Source: an optimization exercise on an open RTL-to-GDS flow (aim: small area, a short achievable clock period and few clock cycles). Production flows keep margins and buffers that such runs may drop. At most, simulation tests tie the RTL to the original design; equivalence was not proved. Power and IR drop assume default switching activity.

==> flow/design.v <==
module s4_rcp (
    input  wire        clk,
    input  wire        rst,
    input  wire        start,
    input  wire [31:0] a,
    output wire        ready,
    output reg         done,
    output wire [31:0] r,
    output reg         dom
);
    reg         busy;
    reg  [3:0]  count;       
    reg  [30:0] d;           
    reg  [30:0] rem;         
    reg  [31:0] z;           
    assign ready = ~busy;
    wire [31:0] s1  = {rem, z[31]};
    wire [32:0] t1  = {1'b0, s1} - {2'b00, d};
    wire        q1  = ~t1[32];
    wire [30:0] r1  = q1 ? t1[30:0] : s1[30:0];
    wire [31:0] s2  = {r1, z[30]};
    wire [32:0] t2  = {1'b0, s2} - {2'b00, d};
    wire        q2  = ~t2[32];
    wire [30:0] r2  = q2 ? t2[30:0] : s2[30:0];
    wire        sat = dom | z[31];
    assign r = {1'b0, z[30:0] | {31{sat}}};
    wire        in_dom = a[31] | (a[30:25] == 6'd0);
    always @(posedge clk) begin
        if (rst) begin
            busy <= 1'b0;
            done <= 1'b0;
        end else begin
            busy <= busy ? (count != 4'd1) : (start & ~in_dom);
            done <= busy ? (count == 4'd1) : (start & in_dom);
        end
    end
    always @(posedge clk) begin
        if (busy) begin
            count <= count - 4'd1;
            rem   <= r2;
            z     <= {z[29:0], q1, q2};
            dom   <= 1'b0;
        end else begin
            count <= 4'd0;                  
            d     <= a[30:0];
            rem   <= 31'h0100_0000;         
            z     <= {2'b00, a[30:1]};
            dom   <= in_dom;
        end
    end
endmodule
make LEC_CHECK=0 CAP_MARGIN=20 CORE_MARGIN=2 CORE_UTILIZATION=40 SLEW_MARGIN=20 finish   # period 10.0 ns
run.sh (not shown) runs the stock make flow with config.mk's settings and CLKGATE_MAP_FILE= SYNTH_SCRIPT=/design/flow/synth_recipe.tcl, a recipe that flattens the netlist after the stock synthesis.
Then changed:
==> flow/design.v (replaced) <==
module s4_rcp (
    input  wire        clk,
    input  wire        rst,
    input  wire        start,
    input  wire [31:0] a,
    output reg         ready,
    output reg         done,
    output wire [31:0] r,
    output reg         dom
);
    reg         busy;        
    reg  [4:0]  count;       
    reg  [30:0] d;           
    reg  [30:0] rem;         
    reg  [30:0] z;           
    wire [31:0] s  = {rem, z[30]};
    wire [32:0] t  = {1'b0, s} - {2'b00, d};
    wire        q  = ~t[32];
    wire [30:0] rn = q ? t[30:0] : s[30:0];
    assign r = {1'b0, z};
    wire        in_dom = a[31] | (a[30:25] == 6'd0);
    wire        last   = (count == 5'd0);
    always @(posedge clk) begin
        if (rst) begin
            ready <= 1'b1;
            busy  <= 1'b0;
            done  <= 1'b0;
        end else if (busy) begin
            ready <= last;
            busy  <= ~last;
            done  <= last;
        end else begin
            ready <= ~start;
            busy  <= start;
            done  <= 1'b0;
        end
    end
    always @(posedge clk) begin
        if (busy) begin
            count <= count - 5'd1;
            rem   <= rn;
            z     <= {z[29:0], q | dom};
        end else begin
            count <= 5'd30;                          
            d     <= a[30:0];
            rem   <= 31'h0200_0000;                  
            z     <= {1'b0, a[30:1]};
            dom   <= in_dom;
        end
    end
endmodule
The new run ran to the end with no violations.
Routed wire length went down by 40%.
Setup slack improved by 4.0 ns.
Via count went down by 37%.
Hold slack got worse by 0.034 ns.
Count of clock-buffer cells in the layout is unchanged.
Register-to-register slack improved by 4.0 ns.
No functional check of the RTL was part of any run of this note.

========
== R ==
s4_rcp, a different RTL version from the one above (not shown whole).
For scale: roughly 110 flip-flops, ~5200 um2 of cells after synthesis.
==> module s4_rcp, before the edit <==
module s4_rcp (
    input  wire        clk,
    input  wire        rst,
    input  wire        start,
    input  wire [31:0] a,
    output reg         ready,
    output reg         done,
    output wire [31:0] r,
    output reg         dom
);
    reg         busy;        
    reg         nld;         
    reg  [4:0]  count;       
    reg  [30:0] d;           
    reg  [30:0] rem;         
    reg         nb;          
    reg         fdom;        
    reg  [30:0] z;           
    wire [31:0] s  = {rem, nb};
    wire [32:0] t  = {1'b0, s} - {2'b00, d};
    wire        q  = ~t[32];
    wire [30:0] rn = q ? t[30:0] : s[30:0];
    assign r = {1'b0, z};
    wire        in_dom = a[31] | (a[30:25] == 6'd0);
    wire        last   = (count == 5'd0);
    wire        accept = ready & start;
    wire        busy_n = accept | (busy & ~last);
    wire        rdy_n  = ~busy_n | (~accept & (count == 5'd1));
    always @(posedge clk) begin
        if (rst) begin
            busy  <= 1'b0;
            ready <= 1'b1;
            nld   <= 1'b0;
            done  <= 1'b0;
        end else begin
            busy  <= busy_n;
            ready <= rdy_n;
            nld   <= ~rdy_n;
            done  <= busy & last;
        end
    end
    always @(posedge clk) begin
        z   <= {z[29:0], q | fdom};
        dom <= fdom;
        if (nld) begin
            count <= count - 5'd1;
            rem   <= rn;
            nb    <= d[count];
        end else begin
            count <= 5'd30;
            d     <= a[30:0];
            rem   <= 31'h0200_0000;                  
            nb    <= 1'b0;                           
            fdom  <= in_dom;
        end
    end
endmodule
Settings: LEC_CHECK=0, CAP_MARGIN=20, CORE_MARGIN=2, CORE_UTILIZATION=40, SLEW_MARGIN=20; clock period 10.0 ns.
standard.sh (not shown) runs the stock make flow with config.mk's settings and CLKGATE_MAP_FILE= SYNTH_SCRIPT=/design/flow/synth_recipe.tcl, a recipe that flattens the netlist after the stock synthesis.
==> flow/flow/run.sh <==
#!/bin/bash
# Standard layout, with two changes to how it is made:
#  - ports are buffered with buf_2 cells rather than the delay buffers
#    buffer_ports picks by default;
#  - timing repair aims for more setup slack than the 10 ns clock needs.
set -euo pipefail
export BUFFER_PORTS_ARGS="-buffer_cell sky130_fd_sc_hd__buf_2"
export SETUP_SLACK_MARGIN=${MARGIN:-7.2}
bash standard.sh > flow_make.log 2>&1
For T, these inputs were changed with respect to R:
==> flow/design.v <==
module s4_rcp (
    input  wire        clk,
    input  wire        rst,
    input  wire        start,
    input  wire [31:0] a,
    output reg         ready,
    output reg         done,
    output wire [31:0] r,
    output reg         dom
);
    reg         busy;        
    reg  [4:0]  count;       
    reg  [30:0] d;           
    reg  [30:0] rem;         
    reg  [30:0] z;           
    wire [31:0] s  = {rem, z[30]};
    wire [32:0] t  = {1'b0, s} - {2'b00, d};
    wire        q  = ~t[32];
    wire [30:0] rn = q ? t[30:0] : s[30:0];
    assign r = {1'b0, z};
    wire        in_dom = a[31] | (a[30:25] == 6'd0);
    wire        last   = (count == 5'd0);
    always @(posedge clk) begin
        if (rst) begin
            ready <= 1'b1;
            busy  <= 1'b0;
            done  <= 1'b0;
        end else if (busy) begin
            ready <= last;
            busy  <= ~last;
            done  <= last;
        end else begin
            ready <= ~start;
            busy  <= start;
            done  <= 1'b0;
        end
    end
    always @(posedge clk) begin
        if (busy) begin
            count <= count - 5'd1;
            rem   <= rn;
            z     <= {z[29:0], q | dom};
        end else begin
            count <= 5'd30;                          
            d     <= a[30:0];
            rem   <= 31'h0200_0000;                  
            z     <= {1'b0, a[30:1]};
            dom   <= in_dom;
        end
    end
endmodule
Notes after the runs:
For R, the leading cell type in the layout, fill and taps excluded was sky130_fd_sc_hd__nand2_1, unlike T, where it was sky130_fd_sc_hd__nor2_1. Between T and R, it is T whose depth of the worst register-to-register path is higher, by 3. R → T: pre-CTS worst setup slack down 0.55 ns; total of clock buffers placed in the layout up 2; design area up 540 um2; post-synth design cell area down about 1%; total power divided by cell area down about 6%. Diff R -> T | layout-stage area growth over the synthesis result | increase of 12 points. T vs R: combinational power share up in T.
Function was not checked in any run of this note: the RTL went through the layout flow alone.

========
## job 6232
s4_rcp, a different RTL version from the one above (not shown whole).
Size: ~520 cells after synthesis, ~110 flip-flops, about 70 I/O pins, ~5300 um2 of cells after synthesis.
==> module s4_rcp, before the edit <==
module s4_rcp (
    input  wire        clk,
    input  wire        rst,
    input  wire        start,
    input  wire [31:0] a,
    output reg         ready,
    output reg         done,
    output wire [31:0] r,
    output reg         dom
);
    reg         busy;        
    reg         nld;         
    reg         first;       
    reg  [4:0]  count;       
    reg  [30:0] d;           
    reg  [30:0] rem;         
    reg         qf;          
    reg         nb;          
    reg         fdom;        
    reg  [30:0] z;           
    wire [31:0] s  = {rem, nb};
    wire [31:0] t  = s + ({1'b0, d} ^ {32{qf}}) + {31'd0, qf};
    wire        q  = ~t[31];
    assign r = {1'b0, z};
    wire        in_dom = a[31] | (a[30:25] == 6'd0);
    wire        k30 = ~a[31] & a[30];
    wire        k29 = ~a[31] & ~a[30] & a[29];
    wire        k28 = ~a[31] & ~a[30] & ~a[29] & a[28];
    wire        k27 = ~a[31] & ~a[30] & ~a[29] & ~a[28] & a[27];
    wire        k26 = ~(k30 | k29 | k28 | k27);         
    wire [4:0]  p0  = k30 ? 5'd26 : k29 ? 5'd27 : k28 ? 5'd28 : k27 ? 5'd29 : 5'd30;
    wire [30:0] r0  = ({31{k30}} & {2'b01, 26'd0, 1'b1, a[29:28]})    
                    | ({31{k29}} & {3'b001, 27'd0, 1'b1})             
                    | ({31{k28}} & {4'b0001, 27'd0})                  
                    | ({31{k27}} & {5'b00001, 26'd0})                 
                    | ({31{k26}} & {6'b000001, 25'd0});               
    wire        b0  = (k30 & a[27]) | (k29 & a[28]);                  
    wire        last   = (count == 5'd0);
    wire        accept = ready & start;
    wire        busy_n = accept | (busy & ~last);
    wire        rdy_n  = ~busy_n | (~accept & (count == 5'd1));
    always @(posedge clk) begin
        if (rst) begin
            busy  <= 1'b0;
            ready <= 1'b1;
            nld   <= 1'b0;
            done  <= 1'b0;
        end else begin
            busy  <= busy_n;
            ready <= rdy_n;
            nld   <= ~rdy_n;
            done  <= busy & last;
        end
    end
    always @(posedge clk) begin
        first <= ~nld;
        z     <= {z[29:4], z[3:0] & {4{~first}}, q | fdom};
        dom   <= fdom;
        if (nld) begin
            count <= count - 5'd1;
            rem   <= t[30:0];
            qf    <= q;
            nb    <= d[count];
        end else begin
            count <= p0;
            d     <= a[30:0];
            rem   <= r0;
            qf    <= 1'b1;
            nb    <= b0;
            fdom  <= in_dom;
        end
    end
endmodule
==> flow/config.mk <==
export PLATFORM = sky130hd
export DESIGN_NAME = s4_rcp
export DESIGN_NICKNAME = s4_rcp
export VERILOG_FILES = /design/flow/design.v
export SDC_FILE = /design/flow/constraint.sdc
export NUM_CORES = 4
export LEC_CHECK = 0
export CAP_MARGIN = 20
export CORE_MARGIN = 2
export CORE_UTILIZATION = 65
export CTS_BUF_LIST = sky130_fd_sc_hd__clkbuf_8
export CTS_CLUSTER_DIAMETER = 60
export CTS_CLUSTER_SIZE = 40
export SLEW_MARGIN = 20
==> flow/constraint.sdc <==
create_clock -name core_clock -period 10.0 [get_ports {clk}]
set_input_delay 2.0000 -clock core_clock [delete_from_list [all_inputs] [get_ports {clk}]]
set_output_delay 2.0000 -clock core_clock [all_outputs]
set_load 0.01 [all_outputs]
Scripts as last shown in full above: flow/flow/run.sh
Job 6232 | stages: all done | timing, DRC, antenna: all pass
Testbench counts of job 6232, summed over its fixed seeds: cycles 89,369.
diff inputs: job 6232 => job 9315
==> flow/design.v <==
module s4_rcp (
    input  wire        clk,
    input  wire        rst,
    input  wire        start,
    input  wire [31:0] a,
    output reg         ready,
    output reg         done,
    output wire [31:0] r,
    output reg         dom
);
    reg         busy;        
    reg         nld;         
    reg         first;       
    reg  [4:0]  count;       
    reg  [30:0] d;           
    reg  [30:0] rem;         
    reg         nb;          
    reg         fdom;        
    reg  [30:0] z;           
    wire [31:0] s  = {rem, nb};
    wire [32:0] t  = {1'b0, s} - {2'b00, d};
    wire        q  = ~t[32];
    wire [30:0] rn = q ? t[30:0] : s[30:0];
    assign r = {1'b0, z};
    wire        in_dom = a[31] | (a[30:25] == 6'd0);
    wire        k30 = ~a[31] & a[30];
    wire        k29 = ~a[31] & ~a[30] & a[29];
    wire        k28 = ~a[31] & ~a[30] & ~a[29] & a[28];
    wire        k27 = ~a[31] & ~a[30] & ~a[29] & ~a[28] & a[27];
    wire        k26 = ~(k30 | k29 | k28 | k27);         
    wire [4:0]  p0  = k30 ? 5'd26 : k29 ? 5'd27 : k28 ? 5'd28 : k27 ? 5'd29 : 5'd30;
    wire [30:0] r0  = ({31{k30}} & {2'b01, 26'd0, 1'b1, a[29:28]})    
                    | ({31{k29}} & {3'b001, 27'd0, 1'b1})             
                    | ({31{k28}} & {4'b0001, 27'd0})                  
                    | ({31{k27}} & {5'b00001, 26'd0})                 
                    | ({31{k26}} & {6'b000001, 25'd0});               
    wire        b0  = (k30 & a[27]) | (k29 & a[28]);                  
    wire        last   = (count == 5'd0);
    wire        accept = ready & start;
    wire        busy_n = accept | (busy & ~last);
    wire        rdy_n  = ~busy_n | (~accept & (count == 5'd1));
    always @(posedge clk) begin
        if (rst) begin
            busy  <= 1'b0;
            ready <= 1'b1;
            nld   <= 1'b0;
            done  <= 1'b0;
        end else begin
            busy  <= busy_n;
            ready <= rdy_n;
            nld   <= ~rdy_n;
            done  <= busy & last;
        end
    end
    always @(posedge clk) begin
        first <= ~nld;
        z     <= {z[29:4], z[3:0] & {4{~first}}, q | fdom};
        dom   <= fdom;
        if (nld) begin
            count <= count - 5'd1;
            rem   <= rn;
            nb    <= d[count];
        end else begin
            count <= p0;
            d     <= a[30:0];
            rem   <= r0;
            nb    <= b0;
            fdom  <= in_dom;
        end
    end
endmodule
[summary]
Register-to-register slack was higher in job 9315 than in job 6232. The worst-skew pair later-pin latency was comparable across job 9315 and job 6232. Diff job 6232 -> job 9315 | final standard cell count with taps included and fillers excluded | increase of about 3.3%. Max-cap check violation count came out exactly the same in job 9315 and job 6232. NOTE site row count job 6232->job 9315 decreased by a few percent. Looking at count of fill cells added during filler insertion, job 9315 sits 150 below job 6232. Setup slack after layout was lower in the run labelled job 6232. Met1 track utilization from global routing: job 9315 and job 6232 compared, lower one is job 6232. Going from job 6232 to job 9315, the first-iteration DRC count was found to have gone up by about 60%. Via count of the first global-routing pass: job 9315 < job 6232. Job 6232 → job 9315: relative contribution of the clock network to total power shows an increase of 9.0 points; share of the core filled with cells in the final layout shows an increase of 7.1 points.
Testbench counts of job 9315, summed over its fixed seeds: cycles 89,369.

========
Setup of build 47:
Another version of the RTL of s4_rcp (not shown whole).
Size in the first run: ~520 cells after synthesis, about 110 flip-flops, ~0.0054 mm² of cells after synthesis.
==> module s4_rcp, before the edit <==
module s4_rcp (
    input  wire        clk,
    input  wire        rst,
    input  wire        start,
    input  wire [31:0] a,
    output reg         ready,
    output reg         done,
    output wire [31:0] r,
    output reg         dom
);
    reg         busy;        
    reg         nld;         
    reg         first;       
    reg  [4:0]  count;       
    reg  [30:0] dn;          
    reg  [30:0] rem;         
    reg         nb;          
    reg         fdom;        
    reg  [30:0] z;           
    wire [31:0] s  = {rem, nb};
    wire [32:0] t  = {1'b0, s} + {2'b11, dn} + 33'd1;    
    wire        q  = ~t[32];
    assign r = {1'b0, z};
    wire        in_dom = a[31] | (a[30:25] == 6'd0);
    wire        k30 = ~a[31] & a[30];
    wire        k29 = ~a[31] & ~a[30] & a[29];
    wire        k28 = ~a[31] & ~a[30] & ~a[29] & a[28];
    wire        k27 = ~a[31] & ~a[30] & ~a[29] & ~a[28] & a[27];
    wire        k26 = ~(k30 | k29 | k28 | k27);         
    wire [4:0]  p0  = k30 ? 5'd26 : k29 ? 5'd27 : k28 ? 5'd28 : k27 ? 5'd29 : 5'd30;
    wire [30:0] r0  = ({31{k30}} & {2'b01, 26'd0, 1'b1, a[29:28]})    
                    | ({31{k29}} & {3'b001, 27'd0, 1'b1})             
                    | ({31{k28}} & {4'b0001, 27'd0})                  
                    | ({31{k27}} & {5'b00001, 26'd0})                 
                    | ({31{k26}} & {6'b000001, 25'd0});               
    wire        b0  = (k30 & a[27]) | (k29 & a[28]);                  
    wire        last   = (count == 5'd0);
    wire        accept = ready & start;
    wire        busy_n = accept | (busy & ~last);
    wire        rdy_n  = ~busy_n | (~accept & (count == 5'd1));
    always @(posedge clk) begin
        if (rst) begin
            busy  <= 1'b0;
            ready <= 1'b1;
            nld   <= 1'b0;
            done  <= 1'b0;
        end else begin
            busy  <= busy_n;
            ready <= rdy_n;
            nld   <= ~rdy_n;
            done  <= busy & last;
        end
    end
    always @(posedge clk) begin
        first <= ~nld;
        z     <= {z[29:4], z[3:0] & {4{~first}}, q | fdom};
        dom   <= fdom;
        rem <= q ? (nld ? t[30:0] : r0) : (nld ? s[30:0] : r0);
        if (nld) begin
            count <= count - 5'd1;
            nb    <= ~dn[count];
        end else begin
            count <= p0;
            dn    <= ~a[30:0];
            nb    <= b0;
            fdom  <= in_dom;
        end
    end
endmodule
Settings: LEC_CHECK=0, CAP_MARGIN=20, CORE_MARGIN=2, CORE_UTILIZATION=40, SLEW_MARGIN=20; clock period 10.0 ns.
Scripts as last shown in full above: flow/flow/run.sh
#### Input delta (build 58 over build 47)
-- flow/design.v --
<<< build 47, line 13
    reg         first;       
    reg  [4:0]  count;       
    reg  [30:0] dn;          
    reg  [30:0] rem;         
    reg         nb;          
>>> build 58, line 13
    reg         first;       
    reg  [4:0]  count;       
    reg  [30:0] d;           
    reg  [30:0] rem;         
    reg         nb;          
<<< build 47, line 19
    reg  [30:0] z;           
    wire [31:0] s  = {rem, nb};
    wire [32:0] t  = {1'b0, s} + {2'b11, dn} + 33'd1;    
    wire        q  = ~t[32];
    assign r = {1'b0, z};
    wire        in_dom = a[31] | (a[30:25] == 6'd0);
>>> build 58, line 19
    reg  [30:0] z;           
    wire [31:0] s  = {rem, nb};
    wire [32:0] t  = {1'b0, s} - {2'b00, d};
    wire        q  = ~t[32];
    wire [30:0] rn = q ? t[30:0] : s[30:0];
    assign r = {1'b0, z};
    wire        in_dom = a[31] | (a[30:25] == 6'd0);
<<< build 47, line 56
        z     <= {z[29:4], z[3:0] & {4{~first}}, q | fdom};
        dom   <= fdom;
        rem <= q ? (nld ? t[30:0] : r0) : (nld ? s[30:0] : r0);
        if (nld) begin
            count <= count - 5'd1;
            nb    <= ~dn[count];
        end else begin
            count <= p0;
            dn    <= ~a[30:0];
            nb    <= b0;
            fdom  <= in_dom;
>>> build 58, line 57
        z     <= {z[29:4], z[3:0] & {4{~first}}, q | fdom};
        dom   <= fdom;
        if (nld) begin
            count <= count - 5'd1;
            rem   <= rn;
            nb    <= d[count];
        end else begin
            count <= p0;
            d     <= a[30:0];
            rem   <= r0;
            nb    <= b0;
            fdom  <= in_dom;
Build 47 -> build 58: post-synthesis register bit count delta 0, exact match. Relative to build 47, mean number of vias per cell has decreased by 2.3% in build 58. Core utilization on build 58 is up relative to build 47. [compare] base=build 47 new=build 58: total routed wirelength rose about 6%, final design area excluding fillers grew by 2.4%, worst setup slack up 0.069 ns. Of the two values seen for beginning of the critical path, d[5]$_DFFE_PN_ was produced by build 58 and dn[0]$_DFFE_PN_ by build 47. Looking at all-layer global routing usage across build 58 and build 47, the one that comes out lower is build 47.
Testbench counts of build 58, summed over its fixed seeds: cycles 89,369.
No functional check of the RTL was part of build 47.

[re-timing with driven ports]
How much do the figures lean on ideal ports? The routed layouts below were timed once more, with nothing changed but the port constraints.
Step 1 sets driving cells, clkbuf_16 on the clock port and buf_2 on the other inputs (assumed; they add their load-dependent delay and slew).
Step 2 times the ports against the registers' clock, not the clock port: input delays grow and output delays shrink by t, the midpoint of the rising clock arrivals with the driver on.
Slacks: ideal / step 1 / step 2; pairs: ideal / step 1.
| run | t (ns) | slack for setup (ns) | worst setup path at the end | slew at the worst register clock pin (ns) |
|---|---|---|---|---|
| the first run of note 1 | 0.391 | 2.125 / 2.125 / 2.125 | register to register | 0.08 / 0.08 |
| the second run of note 1 | 0.393 | 6.151 / 6.151 / 6.151 | register to register | 0.07 / 0.07 |
| R | 0.388 | 7.208 / 7.169 / 7.297 | register to register | 0.07 / 0.07 |
| T | 0.392 | 6.962 / 6.962 / 6.962 | register to register | 0.07 / 0.07 |
| job 6232 | 0.414 | 7.126 / 7.091 / 6.880 | input to register | 0.12 / 0.12 |
| job 9315 | 0.409 | 7.160 / 7.126 / 7.017 | input to register | 0.11 / 0.11 |
| build 47 | 0.386 | 7.115 / 7.115 / 6.886 | input to register | 0.07 / 0.07 |
| build 58 | 0.400 | 7.184 / 7.144 / 7.020 | input to register | 0.08 / 0.08 |
After both steps every run listed still meets setup and hold. For job 6232, which loses most, drivers alone change the setup slack by -0.035 ns; drivers and shift together by -0.246 ns.
